From an optimization exercise on the open Yosys and OpenROAD flow, aimed at small area, a short achievable clock period and few clock cycles per item; shortcuts taken in it are not production practice. Function was checked by simulation only, so behaviour that the tests miss may differ from the original.

Setup of quartz:
// wte_correct
module wte_correct (
    input  wire        clk,
    input  wire        rst,
    input  wire        cfg_we,
    input  wire [2:0]  cfg_addr,
    input  wire [31:0] cfg_wdata,
    input  wire        in_valid,
    output wire        in_ready,
    input  wire [1:0]  in_slot,
    input  wire [15:0] in_s,
    input  wire [15:0] in_dark,
    input  wire [15:0] in_gain,
    output wire        out_valid,
    input  wire        out_ready,
    output wire [15:0] out_y,
    output wire [15:0] out_v,
    output wire [15:0] neg_cnt,
    output wire [15:0] clip_cnt
);
    reg [2:0]  cfg_sh;
    reg        cfg_ob16;
    reg [1:0]  cfg_obk;
    reg [15:0] doff0, doff1, doff2, doff3;
    reg [15:0] dg0, dg1, dg2, dg3;
    always @(posedge clk) begin
        if (rst) begin
            cfg_sh   <= 3'd0;
            cfg_ob16 <= 1'b1;
            cfg_obk  <= 2'd0;
            doff0 <= 16'h0000; doff1 <= 16'h0000;
            doff2 <= 16'h0000; doff3 <= 16'h0000;
            dg0   <= 16'h4000; dg1   <= 16'h4000;
            dg2   <= 16'h4000; dg3   <= 16'h4000;
        end else if (cfg_we) begin
            case (cfg_addr)
                3'd0: begin
                    cfg_sh   <= cfg_wdata[0] ? (3'd0 - cfg_wdata[11:9]) : 3'd0;
                    cfg_ob16 <= cfg_wdata[20];
                    cfg_obk  <= cfg_wdata[18:17];
                end
                3'd1: begin doff0 <= cfg_wdata[15:0]; doff1 <= cfg_wdata[31:16]; end
                3'd2: begin doff2 <= cfg_wdata[15:0]; doff3 <= cfg_wdata[31:16]; end
                3'd3: begin dg0   <= cfg_wdata[15:0]; dg1   <= cfg_wdata[31:16]; end
                3'd4: begin dg2   <= cfg_wdata[15:0]; dg3   <= cfg_wdata[31:16]; end
                default: ;
            endcase
  ...
Size: ~530 flip-flops, roughly 160 I/O pins, roughly 39000 um^2 of cells after synthesis.
Settings: LEC_CHECK=0, CAP_MARGIN=20, CORE_MARGIN=2, CORE_UTILIZATION=60, CTS_CLUSTER_DIAMETER=100, CTS_CLUSTER_SIZE=20, PLACE_DENSITY=0.7, SLEW_MARGIN=20, SYNTH_HIERARCHICAL=1, SYNTH_MINIMUM_KEEP_SIZE=0; clock period 13.0 ns.
standard.sh (not shown) runs the stock make flow with config.mk's settings and CLKGATE_MAP_FILE= SYNTH_SCRIPT=/design/flow/synth_recipe.tcl, a recipe that flattens the netlist after the stock synthesis.
==> flow/flow/run.sh <==
#!/bin/bash
# Layout flow: the standard layout (standard.sh, unchanged synthesis,
# floorplan, placement, CTS, routing) with ORFS's repair_timing asked to
# leave a larger setup margin than the 13 ns clock needs, so that it sizes
# the critical paths of this pipeline. The clock period and constraints
# are the design's.
set -euo pipefail
export SETUP_SLACK_MARGIN=9
bash standard.sh > standard.log 2>&1
Testbench counts of quartz, summed over its fixed seeds: cycles 16,048, items 16,000.
For sierra, these inputs were changed with respect to quartz:
--- a/flow/design.v
+++ b/flow/design.v
@@ -2238,29 +2238,25 @@
     end
     wire [34:0] yf2  = r3_a + r3_b + {33'd0, r3_c} + pk;
     wire [20:0] yf   = yf2[34:14];
     reg [15:0] r4_y;
     reg        r4_clip, r4_neg;
     always @(posedge clk) begin
         if (advance) begin
             r4_y    <= yf[15:0];
             r4_clip <= |yf[20:16];
             r4_neg  <= r3_neg;
         end
     end
-    reg  [15:0] k_y;
-    reg         k_clip;
-    wire [15:0] src_y    = kv ? k_y    : r4_y;
-    wire        src_clip = kv ? k_clip : r4_clip;
-    wire [15:0] y = src_clip ? 16'hFFFF : src_y;
+    wire [15:0] y = r4_clip ? 16'hFFFF : r4_y;
     reg  [11:0] ra;
     reg         rb;
     always @(*) begin
         case (cfg_obk)
             2'd0:    begin ra = {y[15:8], 4'hF};  rb = y[7]; end
             2'd1:    begin ra = {y[15:6], 2'b11}; rb = y[5]; end
             default: begin ra = y[15:4];          rb = y[3]; end
         endcase
     end
     wire [12:0] rsum = {1'b0, ra} + {12'd0, rb};
     reg  [11:0] vred;
     always @(*) begin
@@ -2270,54 +2266,56 @@
                 2'd0:    vred = 12'h0FF;
                 2'd1:    vred = 12'h3FF;
                 default: vred = 12'hFFF;
             endcase
         end else begin
             case (cfg_obk)
                 2'd0:    vred = {4'd0, rsum[11:4]};
                 2'd1:    vred = {2'd0, rsum[11:2]};
                 default: vred = rsum[11:0];
             endcase
         end
     end
-    reg  [15:0] o_y;
+    reg  [15:0] k_y, o_y;
     reg  [15:0] o_v;
+    reg  [11:0] k_v;
     wire load_o = (kv || inc) && (!ov || take);
     wire kv_n   = kv ? !take : (inc && ov && !take);
     always @(posedge clk) begin
         if (rst) begin
             v0 <= 1'b0; v1 <= 1'b0; v2 <= 1'b0; v3 <= 1'b0; v4 <= 1'b0;
             ov <= 1'b0; kv <= 1'b0; rdy <= 1'b1;
         end else begin
             if (advance) begin
                 v0 <= in_valid;
                 v1 <= v0;
                 v2 <= v1;
                 v3 <= v2;
                 v4 <= v3;
             end
             if (load_o)    ov <= 1'b1;
             else if (take) ov <= 1'b0;
             kv  <= kv_n;
             rdy <= !kv_n;
         end
     end
     always @(posedge clk) begin
         if (load_o) begin
-            o_y <= y;
-            o_v <= {cfg_ob16 ? y[15:12] : 4'd0, vred};
+            o_y <= kv ? k_y : y;
+            o_v <= kv ? {cfg_ob16 ? k_y[15:12] : 4'd0, k_v}
+                      : {cfg_ob16 ? y[15:12] : 4'd0, vred};
         end
         if (inc && ov && !take) begin
-            k_y    <= r4_y;
-            k_clip <= r4_clip;
+            k_y <= y;
+            k_v <= vred;
         end
     end
     reg [15:0] neg_count, clip_count;
     always @(posedge clk) begin
         if (rst || (cfg_we && cfg_addr == 3'd5)) begin
             neg_count  <= 16'd0;
             clip_count <= 16'd0;
         end else if (inc) begin
             if (r4_neg && neg_count != 16'hFFFF)
                 neg_count <= neg_count + 16'd1;
             if (r4_clip && clip_count != 16'hFFFF)
                 clip_count <= clip_count + 16'd1;
- Diff sierra..quartz | simple-gate share of the synthesized area | negligible
- quartz -> sierra: routability congestion estimate from global placement increased by a few percent
- Wire length the detailed router placed on met1: sierra vs quartz, no meaningful difference
- In sierra, the post-layout instance area came out about 1% above the value in quartz.
- Taking quartz as the reference, in sierra final design utilization saw a decrease, layout buffering overhead excluding clock cells dropped 0.90 points, total placed cells including tap cells grew by about 2%, synthesized area divided by synthesized cell count level, least setup slack across all paths after layout increased 0.19 ns.
- On wire length reported by the detailed router: sierra sits below quartz.
Testbench counts of sierra, summed over its fixed seeds: cycles 16,048, items 16,000.


== before ==
Another version of the RTL of wte_correct (not shown whole).
Size: roughly 3,700 cells after synthesis, ~530 flip-flops, about 160 I/O pins, roughly 0.040 mm² of cells after synthesis.
export LEC_CHECK = 0
export CAP_MARGIN = 20
export CORE_MARGIN = 2
export CORE_UTILIZATION = 60
export CTS_CLUSTER_DIAMETER = 100
export CTS_CLUSTER_SIZE = 20
export PLACE_DENSITY = 0.7
export SLEW_MARGIN = 20
export SYNTH_HIERARCHICAL = 1
export SYNTH_MINIMUM_KEEP_SIZE = 0
create_clock -name core_clock -period 13.0 [get_ports {clk}]
Scripts as last shown in full above: flow/flow/run.sh
Looking at the reports, before completed the entire flow and the layout it produced met the timing, design-rule and antenna checks.
Testbench counts of before, summed over its fixed seeds: cycles 16,048, items 16,000.
Relative to before, the following input files were edited for after:
diff --git a/flow/design.v b/flow/design.v
--- a/flow/design.v
+++ b/flow/design.v
@@ -2262,69 +2262,69 @@
                 2'd1:    vred = 12'h3FF;
                 default: vred = 12'hFFF;
             endcase
         end else begin
             case (cfg_obk)
                 2'd0:    vred = {4'd0, rsum[11:4]};
                 2'd1:    vred = {2'd0, rsum[11:2]};
                 default: vred = rsum[11:0];
             endcase
         end
     end
     reg  [15:0] k_y, o_y;
-    reg  [11:0] k_v, o_v;
+    reg  [15:0] k_v, o_v;
     wire load_o = (kv || inc) && (!ov || take);
     wire kv_n   = kv ? !take : (inc && ov && !take);
     always @(posedge clk) begin
         if (rst) begin
             v0 <= 1'b0; v1 <= 1'b0; v2 <= 1'b0; v3 <= 1'b0; v4 <= 1'b0;
             ov <= 1'b0; kv <= 1'b0; rdy <= 1'b1;
         end else begin
             if (advance) begin
                 v0 <= in_valid;
                 v1 <= v0;
                 v2 <= v1;
                 v3 <= v2;
                 v4 <= v3;
             end
             if (load_o)    ov <= 1'b1;
             else if (take) ov <= 1'b0;
             kv  <= kv_n;
             rdy <= !kv_n;
         end
     end
     always @(posedge clk) begin
         if (load_o) begin
             o_y <= kv ? k_y : y;
-            o_v <= kv ? k_v : vred;
+            o_v <= kv ? k_v : {cfg_ob16 ? y[15:12] : 4'd0, vred};
         end
         if (inc && ov && !take) begin
             k_y <= y;
-            k_v <= vred;
+            k_v <= {cfg_ob16 ? y[15:12] : 4'd0, vred};
         end
     end
     reg [15:0] neg_count, clip_count;
     always @(posedge clk) begin
         if (rst || (cfg_we && cfg_addr == 3'd5)) begin
             neg_count  <= 16'd0;
             clip_count <= 16'd0;
         end else if (inc) begin
             if (r4_neg && neg_count != 16'hFFFF)
                 neg_count <= neg_count + 16'd1;
             if (r4_clip && clip_count != 16'hFFFF)
                 clip_count <= clip_count + 16'd1;
         end
     end
     assign out_y    = o_y;
-    assign out_v    = {cfg_ob16 ? o_y[15:12] : 4'd0, o_v};
+    assign out_v    = o_v;
     assign neg_cnt  = neg_count;
     assign clip_cnt = clip_count;
 endmodule
 module wte_fa (
     input  wire a,
     input  wire b,
     input  wire c,
     output wire s,
     output wire co
 );
     assign s  = a ^ b ^ c;
     assign co = (a & b) | (a & c) | (b & c);
[summary]
From before to after the numbers moved as follows: critical path depth shows a reduction of 1; shortest period the worst path allows shows a reduction of 49 ps; synthesized cell count shows an increase of 38; flip-flop and latch share of the layout cell area shows an increase of 0.22 points.
In after relative to before, total standard cell area after synthesis had gone up slightly.
after vs before, worst-case headroom to the max-slew limit went up by 3.6 points.
| final area | after vs before | worse |
Compared after against before; complex-gate fraction of the synthesized area within noise.
Global-route met1 utilization is lower on after
Testbench counts of after, summed over its fixed seeds: cycles 16,048, items 16,000.

-- re-timing with driven ports --
In the flow no input, the clock included, has a driving cell. The finished layouts below were timed again as built, in two steps.
Step 1 sets driving cells, clkbuf_16 on the clock port and buf_2 on the other inputs (assumed; they add their load-dependent delay and slew).
Step 2 adds t to the input delays and takes it off the output delays; t is the mean of the earliest and latest rising clock arrival at the registers after step 1. Input paths then give back, and output paths get back, about the clock's delay inside the block.
Three values: ideal ports, drivers, drivers and shift; two values: the first two.
| run | t (ns) | slack for setup (ns) | worst data-port slew with drivers (ns) |
|---|---|---|---|
| quartz | 0.702 | 8.865 / 8.865 / 8.581 | 0.06 |
| sierra | 0.686 | 9.056 / 8.994 / 8.478 | 0.06 |
| before | 0.695 | 9.028 / 8.967 / 8.491 | 0.05 |
| after | 0.645 | 9.077 / 9.016 / 8.467 | 0.07 |
After both steps setup and hold are still met in every run listed. The setup slack of after, which loses most, moves by -0.061 ns with the drivers and by -0.610 ns with both steps.
